From an optimization exercise on the open Yosys and OpenROAD flow, aimed at small area and a short achievable clock period; shortcuts taken in it are not production practice. At most, simulation tests tie the RTL to the original design; equivalence was not proved. Power and IR drop assume default switching activity.

==> flow/design.v <==
module rank_filter (
    input  wire               clk,
    input  wire               rst,         
    input  wire [2:0]         rf_half,     
    input  wire               rf_mode,     
    input  wire [15:0]        rf_thresh,   
    input  wire               in_valid,
    input  wire signed [17:0] in_data,
    output reg                out_valid,
    output reg  signed [17:0] out_data,
    output reg                out_hit
);
    localparam integer M = 14;   
    localparam integer N = 15;   
    function lt18(input [17:0] a, input [17:0] b);
        reg [17:0] g, p;
        reg [8:0]  g1, p1;
        reg [2:0]  g2, p2;
        integer i;
        begin
            g = ~a & b;
            p = ~a | b;
            g[17] = a[17] & ~b[17];
            p[17] = a[17] | ~b[17];
            for (i = 0; i < 9; i = i + 1) begin
                g1[i] = g[2*i+1] | (p[2*i+1] & g[2*i]);
                p1[i] = p[2*i+1] & p[2*i];
            end
            for (i = 0; i < 3; i = i + 1) begin
                g2[i] = g1[3*i+2] | (p1[3*i+2] & (g1[3*i+1] | (p1[3*i+1] & g1[3*i])));
                p2[i] = p1[3*i+2] & p1[3*i+1] & p1[3*i];
            end
            lt18 = g2[2] | (p2[2] & (g2[1] | (p2[1] & g2[0])));
        end
    endfunction
    function lt4s(input [3:0] a, input [3:0] b);
        reg [3:0] g, p;
        begin
            g = ~a & b;
            p = ~a | b;
            g[3] = a[3] & ~b[3];
            p[3] = a[3] | ~b[3];
            lt4s = g[3] | (p[3] & (g[2] | (p[2] & (g[1] | (p[1] & g[0])))));
        end
    endfunction
    integer k;
    reg signed [17:0] x_q;
    reg        [15:0] th_q;
    reg               v0;
    reg               rst_q;
    reg        [2:0]  h_q;
    reg               mode_q;
    reg        [7:1]  hsel;        
    always @(posedge clk) begin
        for (k = 1; k < 8; k = k + 1)
            hsel[k] <= (rf_half == k);
        x_q    <= in_data;
        th_q   <= rf_thresh;
        v0     <= in_valid & ~rst;
        rst_q  <= rst;
        h_q    <= rf_half;
        mode_q <= rf_mode;
    end
    reg [M-1:0] inwin;     
    always @(*)
        for (k = 0; k < M; k = k + 1)
            inwin[k] = |(hsel >> (k / 2));
    reg signed [17:0] w [0:M-1];   
    reg        [M-1:0] fill;       
    reg        [3:0]   r [0:N-1];  
    reg        [3:0]   r_old;      
    reg [M-1:0] c;         
    reg [M-1:0] dn;        
    reg [3:0]   rm  [0:M-1];   
    reg [3:0]   rn  [0:M-1];   
    reg [M-1:0] sel;       
    always @(*) begin
        for (k = 0; k < M; k = k + 1) begin
            c[k]   = inwin[k] & (fill[k] ? lt18(x_q, w[k]) : x_q[17]);
            dn[k]  = lt4s(r_old, r[k]);
            rm[k]  = r[k] - {3'b000, dn[k]};
            rn[k]  = rm[k] + {3'b000, c[k]};
            sel[k] = inwin[k] & (c[k] ? (rm[k] == 4'b1111) : (rm[k] == 4'b0000));
        end
    end
    wire [1:0] p0 = c[0] + c[1];
    wire [1:0] p1 = c[2] + c[3];
    wire [1:0] p2 = c[4] + c[5];
    wire [1:0] p3 = c[6] + c[7];
    wire [1:0] p4 = c[8] + c[9];
    wire [1:0] p5 = c[10] + c[11];
    wire [1:0] p6 = c[12] + c[13];
    wire [2:0] q0 = p0 + p1;
    wire [2:0] q1 = p2 + p3;
    wire [2:0] q2 = p4 + p5;
    wire [3:0] s0 = q0 + q1;
    wire [3:0] s1 = q2 + p6;
    wire [3:0] rx = {1'b0, h_q} - s0 - s1;
    wire       sel_x = ~|sel;    
    reg signed [17:0] med;
    always @(*) begin
        med = sel_x ? x_q : 18'sd0;
        for (k = 0; k < M; k = k + 1)
            med = med | ((sel[k] & fill[k]) ? w[k] : 18'sd0);
    end
    reg [3:0] r_new;
    always @(*) begin
        r_new = 4'd0;
        for (k = 1; k < 8; k = k + 1)
            r_new = r_new | (hsel[k] ? rn[2*k-1] : 4'd0);
    end
    always @(posedge clk) begin
        if (v0) begin
            w[0] <= x_q;
            for (k = 1; k < M; k = k + 1)
                w[k] <= w[k-1];
        end
        if (rst_q) begin
            fill <= {M{1'b0}};
            for (k = 0; k < N; k = k + 1)
                r[k] <= k[0] ? -((k[3:0] + 4'd1) >> 1) : (k[3:0] >> 1);
            r_old <= {1'b0, h_q};
        end else if (v0) begin
            fill <= {fill[M-2:0], 1'b1};
            r[0] <= rx;
            for (k = 1; k < N; k = k + 1)
                r[k] <= rn[k-1];
            r_old <= r_new;
        end
    end
    reg signed [17:0] med_n;       
    reg        [15:0] th2_q;
    reg               v1;
    always @(posedge clk) begin
        med_n <= ~med;
        th2_q <= th_q;
        v1    <= v0 & ~rst;
    end
    reg signed [17:0] cen;
    always @(*) begin
        cen = 18'sd0;
        for (k = 1; k < 8; k = k + 1)
            cen = cen | ((hsel[k] & fill[k]) ? w[k] : 18'sd0);
    end
    wire        [18:0] diff     = {cen[17], cen} + {med_n[17], med_n} + 19'd1;
    wire               dneg     = diff[18];
    wire               upper_ok = (diff[17:16] == {2{dneg}});
    wire        [15:0] un       = ~(diff[15:0] ^ {16{dneg}});
    wire        [16:0] tdiff    = {1'b0, th2_q} + {1'b1, un} + {16'd0, ~dneg};
    wire               keep     = mode_q & upper_ok & ~tdiff[16];
    wire signed [17:0] y        = keep ? cen : ~med_n;
    always @(posedge clk) begin
        out_valid <= v1 & ~rst;
        out_data  <= y;
        out_hit   <= ~keep & (diff != 19'd0);
    end
endmodule
Settings: LEC_CHECK=0, CAP_MARGIN=20, CORE_MARGIN=2, CORE_UTILIZATION=25, CTS_CLUSTER_DIAMETER=80, CTS_CLUSTER_SIZE=24, PLACE_DENSITY=0.45, SLEW_MARGIN=20; clock period 24.0 ns.
standard.sh (not shown) runs the stock make flow with config.mk's settings and CLKGATE_MAP_FILE= SYNTH_SCRIPT=/design/flow/synth_recipe.tcl, a recipe that flattens the netlist after the stock synthesis.
==> flow/flow/run.sh <==
#!/bin/bash
# Layout flow: the standard ORFS flow (standard.sh, unchanged synthesis),
# with two changes in how the layout is made:
#  - timing repair aims for more setup slack than the clock needs, so the
#    critical paths are sized up instead of left at minimum size;
#  - the port buffers are buf_2 cells.
# The clock period, SDC and all constraints are the standard flow's.
set -euo pipefail
bash standard.sh \
  SETUP_SLACK_MARGIN=18.0 \
  BUFFER_PORTS_ARGS="-buffer_cell sky130_fd_sc_hd__buf_2" \
  finish > flow.log 2>&1
Change:
--- a/flow/design.v
+++ b/flow/design.v
@@ -51,8 +51,5 @@
     reg        [2:0]  h_q;
     reg               mode_q;
-    reg        [7:1]  hsel;        
     always @(posedge clk) begin
-        for (k = 1; k < 8; k = k + 1)
-            hsel[k] <= (rf_half == k);
         x_q    <= in_data;
         th_q   <= rf_thresh;
@@ -65,5 +62,5 @@
     always @(*)
         for (k = 0; k < M; k = k + 1)
-            inwin[k] = |(hsel >> (k / 2));
+            inwin[k] = (k < {h_q, 1'b0});
     reg signed [17:0] w [0:M-1];   
     reg        [M-1:0] fill;       
@@ -104,10 +101,4 @@
             med = med | ((sel[k] & fill[k]) ? w[k] : 18'sd0);
     end
-    reg [3:0] r_new;
-    always @(*) begin
-        r_new = 4'd0;
-        for (k = 1; k < 8; k = k + 1)
-            r_new = r_new | (hsel[k] ? rn[2*k-1] : 4'd0);
-    end
     always @(posedge clk) begin
         if (v0) begin
@@ -126,5 +117,5 @@
             for (k = 1; k < N; k = k + 1)
                 r[k] <= rn[k-1];
-            r_old <= r_new;
+            r_old <= rn[{h_q, 1'b0} - 4'd1];
         end
     end
@@ -137,10 +128,5 @@
         v1    <= v0 & ~rst;
     end
-    reg signed [17:0] cen;
-    always @(*) begin
-        cen = 18'sd0;
-        for (k = 1; k < 8; k = k + 1)
-            cen = cen | ((hsel[k] & fill[k]) ? w[k] : 18'sd0);
-    end
+    wire signed [17:0] cen = fill[h_q] ? w[h_q] : 18'sd0;
     wire        [18:0] diff     = {cen[17], cen} + {med_n[17], med_n} + 19'd1;
     wire               dneg     = diff[18];
Via count went up by 2.8%. Global-route usage is lower by 0.53 points. Setup slack got worse by 3.5 ps. Sequential power hardly moves. Wire length came out higher by 3.7%.
The RTL of the second run of this note was laid out without a check of its function.

==> afterwards: timing with drivers on the ports <==
Ports are ideal in the flow. The routed layouts listed here were re-timed in OpenROAD.
Step 1 (the two cells are an assumption about what drives the block):
set clk [get_ports {clk}]
set_driving_cell -lib_cell sky130_fd_sc_hd__clkbuf_16 $clk
set_driving_cell -lib_cell sky130_fd_sc_hd__buf_2 [delete_from_list [all_inputs] $clk]
Step 2 also shifts input and output timing later by t, the mid clock arrival at the registers, as if the neighbouring blocks saw the same clock.
a / b / c = ideal / step 1 / step 2; a / b = the first two.
run | t, ns | setup WS [ns] | hold slack, ns | worst setup path at the end | latest minus earliest clock arrival (ns)
the first run | 0.641 | 18.080 / 18.041 / 18.080 | 0.333 / 0.333 / 0.333 | register to register | 0.028 / 0.029
the second run | 0.657 | 18.077 / 18.006 / 18.103 | 0.333 / 0.333 / 0.333 | register to register | 0.041 / 0.041
After both steps every run listed still meets setup and hold.
